Background: an optimization exercise with open tools, aiming at small area, a short achievable clock period and few clock cycles. Do not read the settings as production practice.
Function was checked by simulation only, so behaviour that the tests miss may differ from the original.

==> flow/design.v <==
module wave_synth (
    input  wire        clk,
    input  wire        rst,
    input  wire        seg_valid,
    input  wire [31:0] seg_data,      
    input  wire        seg_last,      
    output reg         seg_ready,
    output reg         out_valid,
    output reg  [15:0] out_sample,
    output reg         out_last       
);
    localparam [1:0] SH_HOLD = 2'd0, SH_LINEAR = 2'd1, SH_SCURVE = 2'd2;
    localparam [2:0] S_FETCH = 3'd0,
                     S_HOLD  = 3'd1,
                     S_MUL1  = 3'd2,
                     S_MUL2  = 3'd3,
                     S_NUM   = 3'd4,
                     S_DIV   = 3'd5,
                     S_OUT   = 3'd6;
    reg [2:0]  state;
    reg signed [15:0] level;
    reg        [13:0] dur;
    reg        [1:0]  shape;
    reg               last_seg;
    reg signed [15:0] prev;      
    reg        [13:0] j;         
    reg [27:0] j2, d2;
    reg [41:0] j2d, j3, d3;
    reg        [60:0] rem;
    reg        [44:0] m_den;
    reg        [16:0] q;
    reg        [4:0]  k;
    reg               neg;
    wire signed [16:0] delta = {level[15], level} - {prev[15], prev};
    wire        [43:0] poly   = 3 * {2'd0, j2d} - 2 * {2'd0, j3};        
    wire signed [61:0] n_lin  = 2 * delta * $signed({1'b0, j}) + $signed({1'b0, dur});
    wire signed [61:0] n_sc   = 2 * delta * $signed({1'b0, poly}) + $signed({1'b0, d3});
    wire signed [61:0] n_num  = (shape == SH_LINEAR) ? n_lin : n_sc;
    wire        [44:0] m_num  = (shape == SH_LINEAR) ? {30'd0, dur, 1'b0} : {2'd0, d3, 1'b0};
    wire        [61:0] n_abs  = n_num[61] ? (-n_num + {17'd0, m_num} - 62'd1) : n_num;
    wire        [61:0] m_shift = {17'd0, m_den} << k;
    wire               q_bit   = {1'b0, rem} >= m_shift;
    wire signed [17:0] offset  = neg ? -$signed({1'b0, q}) : $signed({1'b0, q});
    wire signed [17:0] interp  = {{2{prev[15]}}, prev} + offset;
    wire seg_end = (j == dur);
    always @(*) begin
        seg_ready  = (state == S_FETCH);
        out_valid  = 1'b0;
        out_sample = 16'd0;
        out_last   = 1'b0;
        if (state == S_HOLD) begin
            out_valid  = 1'b1;
            out_sample = level;
            out_last   = seg_end && last_seg;
        end else if (state == S_OUT) begin
            out_valid  = 1'b1;
            out_sample = interp[15:0];
            out_last   = seg_end && last_seg;
        end
    end
    always @(posedge clk) begin
        if (rst) begin
            state <= S_FETCH;
            prev  <= 16'sd0;
        end else begin
            case (state)
                S_FETCH: begin
                    if (seg_valid) begin
                        level    <= seg_data[15:0];
                        dur      <= seg_data[29:16];
                        shape    <= seg_data[31:30];
                        last_seg <= seg_last;
                        j        <= 14'd1;
                        state    <= (seg_data[31:30] == SH_HOLD) ? S_HOLD : S_MUL1;
                    end
                end
                S_MUL1: begin
                    j2    <= j * j;
                    d2    <= dur * dur;
                    state <= S_MUL2;
                end
                S_MUL2: begin
                    j2d   <= j2 * dur;
                    j3    <= j2 * j;
                    d3    <= d2 * dur;
                    state <= S_NUM;
                end
                S_NUM: begin
                    rem   <= n_abs[60:0];
                    m_den <= m_num;
                    neg   <= n_num[61];
                    q     <= 17'd0;
                    k     <= 5'd16;
                    state <= S_DIV;
                end
                S_DIV: begin
                    if (q_bit)
                        rem <= rem - m_shift[60:0];
                    q[k]  <= q_bit;
                    k     <= k - 5'd1;
                    if (k == 5'd0)
                        state <= S_OUT;
                end
                S_HOLD, S_OUT: begin
                    j <= j + 14'd1;
                    if (seg_end) begin
                        prev  <= last_seg ? 16'sd0 : level;
                        state <= S_FETCH;
                    end else begin
                        state <= (state == S_HOLD) ? S_HOLD : S_MUL1;
                    end
                end
                default: state <= S_FETCH;
            endcase
        end
    end
endmodule
==> flow/run.sh <==
#!/bin/bash
# synth_recipe.tcl (not shown) runs the flow's synth.tcl, then flattens the netlist and writes it again
# the make line also repeats each setting of config.mk as NAME=value (left out here)
make -C /OpenROAD-flow-scripts/flow DESIGN_CONFIG=/design/flow/config.mk WORK_HOME=/design/flow/orfs CLKGATE_MAP_FILE= SYNTH_SCRIPT=/design/flow/synth_recipe.tcl finish
==> flow/config.mk <==
export PLATFORM = sky130hd
export DESIGN_NAME = wave_synth
export DESIGN_NICKNAME = wave_synth
export VERILOG_FILES = /design/flow/design.v
export SDC_FILE = /design/flow/constraint.sdc
export NUM_CORES = 4
export LEC_CHECK = 0
export CAP_MARGIN = 20
export CORE_MARGIN = 2
export CORE_UTILIZATION = 40
export SLEW_MARGIN = 20
==> flow/constraint.sdc <==
create_clock -name core_clock -period 20.0 [get_ports {clk}]
set_input_delay 4.0000 -clock core_clock [delete_from_list [all_inputs] [get_ports {clk}]]
set_output_delay 4.0000 -clock core_clock [all_outputs]
set_load 0.01 [all_outputs]
==> flow_metrics.py <==
metrics = {
    "min_path": {
        "holdPathStages": 2,
        "hold_path.class": "flop to flop",
    },
    "worst_setup_path": {
        "slowest_delay_ps": 1050,
        "worstRegToRegCells": 54,
        "critical-path-slowest-cell": "fa_1",
        "crit_path_end_kind": "flop",
        "required_ps": 20570,
        "critical_path_class": "flop to flop",
        "crit_path_frequent_cell": "fa_1",
        "path_max_fanout": 19,
        "critPathLaunchType": "flop",
        "cp.arrival_ps": 17210,
    },
    "floorplan": {
        "start_util": 0.402,
        "dieWidth_um": 528,
        "row_count": 192,
        "core-area_sq_um": 274000,
        "ioPinCount": 55,
        "die_y_um": 528,
        "die_area_sq_um": 279000,
    },
    "placed_design": {
        "gp_congestion": 0.961,
        "io_buffers": 54,
        "place_inst": 15817,
        "hpwl_um": 271000,
    },
    "synthesis": {
        "synth_area_sq_um": 110000,
        "syn_inst": 12539,
        "ys_warn_count": 1,
        "async_reset_ff_frac": 0,
        "synth-seq-area-share": 0.0996,
        "syn_nets": 15599,
        "ys_ff_latch": 371,
        "yosysUniqueCellTypes": 110,
        "synth_area_per_cell_sq_um": 8.77,
        "synth-main-ff-cell": "edfxtp_1",
        "synth_edf_count": 352,
    },
    "cts": {
        "clk_pin_slew_ps": 70,
        "htreeDepth": 2,
        "cts_num_sinks": 371,
        "tritoncts": "built",
        "clock_path_buffers": 3,
        "cts_resized": 0,
        "clock_latency_ps": 720,
        "cts_setup_buffers": 0,
        "cts_hold_buf": 0,
        "root_buffer": "clkbuf_16",
        "cts_buffers": 50,
    },
    "grt": {
        "antenna_found_initial": 15,
        "grt_pass1_wl_um": 532000,
        "grt_pass1_vias": 88957,
        "grt_max_degree": 71,
        "grt_overflow_total": 0,
        "globalRouteTotalUtil": 0.247,
    },
    "drt": {
        "num_vias": 85468,
        "drt_wl_total_um": 339000,
        "vias_per_cell": 5.37,
        "wl_per_cell_um": 21.3,
        "ant_nets": 0,
        "dr.pass1.iters": 7,
        "drc": 0,
        "drtIter0Drc": 6209,
    },
    "job": {
        "drv_cap": 0,
    },
    "sta": {
        "min_period_over_period": 0.832,
        "slew_viol_final": 0,
        "setup_viol": 0,
        "hold_viol": 0,
        "fmax_mhz": 60.1,
        "worst_pin_slew_ps": 1130,
        "slew_headroom": 0.244,
        "finalSetupTns_ps": 0,
        "layout_min_cycle_time_ps": 16640,
        "rsz0062_at_grt": "no",
        "skew_ps": 70.2,
    },
    "final_layout": {
        "layout_commonest_cell": "inv_1",
        "drive_gt1_frac": 0.0377,
        "synthToLayoutAreaGrowth_pct": 5.90,
        "final_cells": 15915,
        "final_cell_mix": "inv_1 (2385), fa_1 (2027), nand2_1 (1580)",
        "fillCellCount": 27254,
        "num-nets-final": 15342,
    },
    "outcome": {
        "status": "no timing/DRC/antenna violations",
    },
}
cell families (layout without fill, tap and decap cells):
family,after synthesis,after routing,share of synthesized area
simple gates,3902,3902,0.164
fa+ha+maj,3024,3024,0.483
buf+inv,2957,2742,0.101
compound gates,1623,1623,0.0945
xor+xnor,543,543,0.0433
flops,371,371,0.0996
mux,119,119,0.0145
other cells,0,2,0
registers in the layout (all words and copies together), names as in the netlist:
register,cells
rem,61
d3,42
j2d,42
j3,42
m_den,42
d2,27
j2,27
level,16
prev,16
q,16
dur,14
j,14
k,5
state,3
shape,2
last_seg,1
neg,1
layer usage:
metal | track usage | up-vias | part of all wire
met2 | 0.414 | 2631 | 0.47
met4 | 0.0822 | 10 | 0.039
met5 | 0 | - | 0.00021
met3 | 0.0385 | 503 | 0.066
met1 | 0.323 | 43610 | 0.42
li1 | - | 38714 | -
worst max-delay path: cells and delay by family, from the launching register on:
family,cells,cell delay [ps]
AOI/OAI and AO/OA,18,4330
xor gates and xnor gates,3,1220
adders and majority gates,11,5770
buffers and inverters,6,540
DFF,1,420
and+or+nand+nor,16,4210
path summary, 6_finish.rpt:
check / start / end / slack, ps
worst max-delay path: j2d[0] / rem[56] / 3360
worst max register to register: j2d[0] / rem[56] / 3360
worst min-delay path: prev[2] / prev[2] / 510
worst min register to register: prev[2] / prev[2] / 510
layout make-up:
class	instances	area, sq um	area share
multi-input combinational	9211	88200	0.757
sequential	371	11000	0.0941
inverter	2395	8990	0.0773
tap	3589	4490	0.0386
timing repair buffer	253	2050	0.0176
clock buffer	59	1310	0.0112
clock inverter	35	447	0.00384
antenna	2	5.00	0.0000430
stage by stage:
step | cell area (sq um) | hold slack, ps | utilization | worst slack [ps]
after floorplan | 110000 | 424 | - | 6210
after CTS | 116000 | 510 | 0.425 | 3500
after global routing | 116000 | 535 | 0.426 | 2230
final | 116000 | 508 | 0.426 | 3360
after global placement | 115000 | 487 | 0.419 | 3740
after detailed placement | 115000 | 499 | 0.419 | 3550
synthesized netlist by cell type (all sizes together), types with 63 or more instances:
master,n,share of area
inv,2388,0.082
fa,2028,0.37
nand2,1581,0.054
ha,996,0.11
nor2,954,0.033
and2,658,0.037
clkbuf,516,0.018
a21oi,486,0.022
o21ai,363,0.017
xnor2,358,0.029
edfxtp,352,0.096
a21o,206,0.014
xor2,185,0.015
nor3,116,0.0054
nand3,107,0.0050
nand2b,101,0.0057
o21bai,81,0.0055
nor2b,76,0.0043
and3,67,0.0038
mux2i,63,0.0057
nand4,63,0.0038
Testbench counts, summed over its fixed seeds: cycles 1,659,330.

==> afterwards: timing with drivers on the ports <==
How much do the figures lean on ideal ports? The routed layout below was timed once more, with nothing changed but the port constraints.
Step 1 (the two cells are an assumption about what drives the block):
set clk [get_ports {clk}]
set_driving_cell -lib_cell sky130_fd_sc_hd__clkbuf_16 $clk
set_driving_cell -lib_cell sky130_fd_sc_hd__buf_2 [delete_from_list [all_inputs] $clk]
Step 2, shift: input delay + t, output delay - t, t = (earliest + latest rising clock arrival at the registers) / 2. This alone moves slack from input paths to output paths.
Slacks: ideal / step 1 / step 2; pairs: ideal / step 1.
t (ns): 0.783
setup slack, ns: 3.358 / 3.358 / 3.358
slew at the worst register clock pin (ns): 0.07 / 0.07
After both steps setup and hold are still met in this run. For this run, drivers alone change the setup slack by 0.000 ns; drivers and shift together by 0.000 ns.
